Source: an optimization exercise on an open RTL-to-GDS flow (aim: small area, a short achievable clock period and few clock cycles). Production flows keep margins and buffers that such runs may drop.
RTL that was checked went through simulation tests only; none was proved equivalent to the original.
No activity file was given, so power comes from the tool's default toggle rates.

// welt_mac
module welt_mac (
    input  wire        clk,
    input  wire        rst,         
    input  wire        in_valid,
    output wire        in_ready,
    input  wire [31:0] in_a,
    input  wire [31:0] in_b,
    input  wire        in_last,     
    input  wire        in_feed,     
    input  wire [31:0] in_ceil,     
    output wire        out_valid,
    output wire [31:0] out_f32,
    output wire        out_sat,
    output wire        out_clamped,
    output wire        out_nonfinite
);
Size in the first run: ~5500 cells after synthesis, about 520 flip-flops, about 140 I/O pins.
clock: 24.0 ns
lec_check: 0
cap_margin: 20
core_margin: 2
core_utilization: 40
place_density: 0.6
slew_margin: 20
standard.sh (not shown) runs the stock make flow with config.mk's settings and CLKGATE_MAP_FILE= SYNTH_SCRIPT=/design/flow/synth_recipe.tcl, a recipe that flattens the netlist after the stock synthesis.
==> flow/flow/run.sh <==
#!/bin/bash
set -o pipefail
export SETUP_SLACK_MARGIN=18
export TNS_END_PERCENT=5
bash standard.sh > standard.log 2>&1
The starting point completed without violations.
Testbench counts at the start, summed over its fixed seeds: cycles 31,764.
Edit:
==> flow/flow/run.sh (replaced) <==
#!/bin/bash
# Layout flow: the standard flow (standard synthesis, floorplan, place,
# CTS, route) with two changes in how the layout is made, the SDC being
# the design's:
#  - the port buffers are buf_2 cells (the default pick is a delay cell);
#  - repair_timing runs with a setup margin, so it works on the paths that
#    set the achieved period, and only on the worst few percent of them.
# Each step's full output is in this folder (standard.log and the ORFS
# logs under orfs/logs).
set -o pipefail
export BUFFER_PORTS_ARGS="-buffer_cell sky130_fd_sc_hd__buf_2"
export SETUP_SLACK_MARGIN=18.4
export TNS_END_PERCENT=5
bash standard.sh > standard.log 2>&1
--- a/flow/config.mk
+++ b/flow/config.mk
@@ -8 +8,2 @@
-export CAP_MARGIN = 20
+export ABC_AREA = 1
+export CAP_MARGIN = 10
@@ -10,3 +11,5 @@
-export CORE_UTILIZATION = 40
-export PLACE_DENSITY = 0.6
-export SLEW_MARGIN = 20
+export CORE_UTILIZATION = 50
+export CTS_CLUSTER_DIAMETER = 80
+export CTS_CLUSTER_SIZE = 24
+export PLACE_DENSITY = 0.65
+export SLEW_MARGIN = 10
Worst setup slack is better by 0.17 ns.
Global-route usage increases by 3.5 points.
Power decreases by 20%.
First-iteration DRC count decreases by 19%.
Die area decreases by 26%.
Clock power decreases by about 26%.
Routed wire length decreases by 16%.
Clock skew is about the same.


oak:
Starting RTL as in the previous note.
==> flow/config.mk <==
export PLATFORM = sky130hd
export DESIGN_NAME = welt_mac
export DESIGN_NICKNAME = welt_mac
export VERILOG_FILES = /design/flow/design.v
export SDC_FILE = /design/flow/constraint.sdc
export NUM_CORES = 4
export LEC_CHECK = 0
export ABC_AREA = 1
export CAP_MARGIN = 10
export CORE_MARGIN = 2
export CORE_UTILIZATION = 60
export CTS_CLUSTER_DIAMETER = 80
export CTS_CLUSTER_SIZE = 24
export PLACE_DENSITY = 0.75
export SLEW_MARGIN = 10
==> flow/constraint.sdc <==
create_clock -name core_clock -period 24.0 [get_ports {clk}]
set_input_delay 4.8000 -clock core_clock [delete_from_list [all_inputs] [get_ports {clk}]]
set_output_delay 4.8000 -clock core_clock [all_outputs]
set_load 0.01 [all_outputs]
==> flow/flow/run.sh <==
#!/bin/bash
# Layout flow: the standard flow (standard synthesis, floorplan, place,
# CTS, route) with two changes in how the layout is made, the SDC being
# the design's:
#  - the port buffers are buf_2 cells (the default pick is a delay cell);
#  - repair_timing runs with a setup margin, so it works on the paths that
#    set the achieved period, and only on the worst few percent of them.
# Each step's full output is in this folder (standard.log and the ORFS
# logs under orfs/logs).
set -o pipefail
export BUFFER_PORTS_ARGS="-buffer_cell sky130_fd_sc_hd__buf_2"
export SETUP_SLACK_MARGIN=18.4
export TNS_END_PERCENT=5
bash standard.sh > standard.log 2>&1
Both conditions hold for oak: the flow ran to the end and the final layout passed the timing, design-rule and antenna checks.
Testbench counts of oak, summed over its fixed seeds: cycles 31,764.
### oak -> pine
- CAP_MARGIN: 10 -> 20
- SLEW_MARGIN: 10 -> 20
- CORE_UTILIZATION: 60 -> 40
- CTS_CLUSTER_DIAMETER: 80 -> unset
- CTS_CLUSTER_SIZE: 24 -> unset
- PLACE_DENSITY: 0.75 -> 0.6
### Flow results
Of pine and oak, it is pine that has the lower total via count after detailed routing.
Between oak and pine, data arrival time of the worst path is lower for oak, pine comes in above that.
pine vs. oak: clock-pin transition on the worst setup and hold timing paths fell 40 ps; final area increased 3.5%; worst-case setup margin in the final layout saw a decrease; floorplan die height increased about 22%; final cell count went up 8.3%.
Wire length of the first global-routing pass: higher on pine
> inputs changed (pine -> birch)
- ABC_AREA removed (was 1)
Results
On DRC violation total after the first TritonRoute iteration, the lower figure sits with pine, not birch.
Summary of birch over pine: share of total power in the clock network dropped 3.6 points; wire length of the first global-routing pass higher; tightest hold margin has increased.


run a:
Another version of the RTL of welt_mac (not shown whole).
Size in the first run: ~5900 cells after synthesis, roughly 520 flip-flops, ~140 I/O pins, roughly 0.044 mm2 of cells after synthesis.
clock: 24.0 ns
lec_check: 0
abc_area: 1
cap_margin: 20
core_margin: 2
core_utilization: 50
cts_cluster_diameter: 80
cts_cluster_size: 24
place_density: 0.65
slew_margin: 20
==> flow/flow/run.sh <==
#!/bin/bash
set -o pipefail
export BUFFER_PORTS_ARGS="-buffer_cell sky130_fd_sc_hd__buf_2"
export SETUP_SLACK_MARGIN=18.2
export TNS_END_PERCENT=100
bash standard.sh > standard.log 2>&1
Run a finished all stages; the layout is clean.
Modified inputs, run b compared to run a
- CTS_CLUSTER_DIAMETER: 80 -> unset
- PLACE_DENSITY: 0.65 -> 0.6
- CTS_CLUSTER_SIZE: 24 -> unset
- CORE_UTILIZATION: 50 -> 40
==> flow/flow/run.sh <==
#!/bin/bash
# Layout flow: the standard flow (standard synthesis, floorplan, place,
# CTS, route) with two changes in how the layout is made, the SDC being
# the design's:
#  - the port buffers are buf_2 cells (the default pick is a delay cell);
#  - repair_timing runs with a setup margin, so it works on the paths that
#    set the achieved period, and only on the worst few percent of them.
# Each step's full output is in this folder (standard.log and the ORFS
# logs under orfs/logs).
set -o pipefail
export BUFFER_PORTS_ARGS="-buffer_cell sky130_fd_sc_hd__buf_2"
export SETUP_SLACK_MARGIN=18.4
export TNS_END_PERCENT=5
bash standard.sh > standard.log 2>&1
[summary]
Going from run a to run b, the layout overhead on the synthesized area was found to have gone up by 3.3 points. Delta (run b minus run a): final net count saw an increase; proportion of power drawn by the clock network increased 4.0 points. Between run a and run b, number of global-route vias before repair is higher for run b, run a comes in under that. Summary of run b over run a: number of antenna repair diodes went up, final period demand of the worst path higher. The estimated power of run b ends up higher than the estimate for run a. Non-clock buffer count was lower in the run labelled run a. Taking run a as the reference, in run b wire length picked up an extra 2.3 mm, overall routing resource usage lost 5.3 points.
No run of this note included a check of the RTL's function; only the layout flow was run.


RTL: one of the versions met above, not the one the previous note started from.
Size: roughly 5900 cells after synthesis, about 520 flip-flops, roughly 140 I/O pins.
export LEC_CHECK = 0
export ABC_AREA = 1
export CAP_MARGIN = 10
export CORE_MARGIN = 2
export CORE_UTILIZATION = 70
export CTS_CLUSTER_DIAMETER = 80
export CTS_CLUSTER_SIZE = 24
export PLACE_DENSITY = 0.85
export SLEW_MARGIN = 10
create_clock -name core_clock -period 24.0 [get_ports {clk}]
==> flow/flow/run.sh <==
#!/bin/bash
# Layout flow: the standard flow (standard synthesis, floorplan, place,
# CTS, route) with two changes in how the layout is made, the SDC being
# the design's:
#  - the port buffers are buf_2 cells (the default pick is a delay cell);
#  - repair_timing runs with a setup margin, so it works on the paths that
#    set the achieved period, and only on the worst few percent of them.
# Each step's full output is in this folder (standard.log and the ORFS
# logs under orfs/logs).
set -o pipefail
export BUFFER_PORTS_ARGS="-buffer_cell sky130_fd_sc_hd__buf_2"
export SETUP_SLACK_MARGIN=18.4
export TNS_END_PERCENT=5
bash standard.sh > standard.log 2>&1
The baseline ran to the end with no violations.
Testbench counts at the start, summed over its fixed seeds: cycles 31,764.
Rerun with:
==> flow/run.sh (new file) <==
#!/bin/bash
# synth_recipe.tcl (not shown) runs the flow's synth.tcl, then flattens the netlist and writes it again
# the make line also repeats each setting of config.mk as NAME=value (left out here)
make -C /OpenROAD-flow-scripts/flow DESIGN_CONFIG=/design/flow/config.mk WORK_HOME=/design/flow/orfs CLKGATE_MAP_FILE= SYNTH_SCRIPT=/design/flow/synth_recipe.tcl finish
Settings changed: ABC_AREA 1 to default, CAP_MARGIN 10 to 20, CORE_UTILIZATION 70 to 40, CTS_CLUSTER_DIAMETER 80 to default, CTS_CLUSTER_SIZE 24 to default, PLACE_DENSITY 0.85 to 0.6, SLEW_MARGIN 10 to 20.
removed: flow/flow/run.sh
removed: flow/standard.sh
After rerunning: Count of clock-buffer cells in the layout goes up by 41. Die area came out higher by well over a third. Final area grows by roughly a tenth. Power increases by a quarter to a third.

==> static timing again, ports no longer ideal <==
In the flow no input, the clock included, has a driving cell. The finished layouts below were timed again as built, in two steps.
Step 1, drivers: a clkbuf_16 drives clk and a buf_2 each remaining input, both assumed.
Step 2 moves the port delays by t, midway between the first and last clock arrival at a register: inputs arrive t later, outputs are due t later. That takes back most of the time a late clock gives input paths.
Slacks: ideal ports / drivers / drivers and shift; pairs: ideal ports / drivers.
| run | shift t [ns] | setup slack, ns | worst register clock-pin slew, ns |
|---|---|---|---|
| the first run of note 1 | 0.728 | 17.933 / 17.861 / 18.048 | 0.07 / 0.07 |
| the second run of note 1 | 0.668 | 18.104 / 18.031 / 18.428 | 0.10 / 0.10 |
| oak | 0.637 | 18.130 / 18.066 / 18.316 | 0.10 / 0.10 |
| pine | 0.701 | 18.074 / 18.008 / 18.398 | 0.07 / 0.07 |
| birch | 0.711 | 18.080 / 18.007 / 18.245 | 0.07 / 0.07 |
| run a | 0.657 | 18.124 / 18.057 / 18.444 | 0.10 / 0.10 |
| run b | 0.706 | 18.068 / 17.998 / 18.407 | 0.07 / 0.07 |
| the first run of note 4 | 0.710 | 18.052 / 17.986 / 18.276 | 0.10 / 0.10 |
| the second run of note 4 | 0.729 | 17.244 / 17.244 / 17.244 | 0.07 / 0.07 |
After both steps every run listed still meets setup and hold.
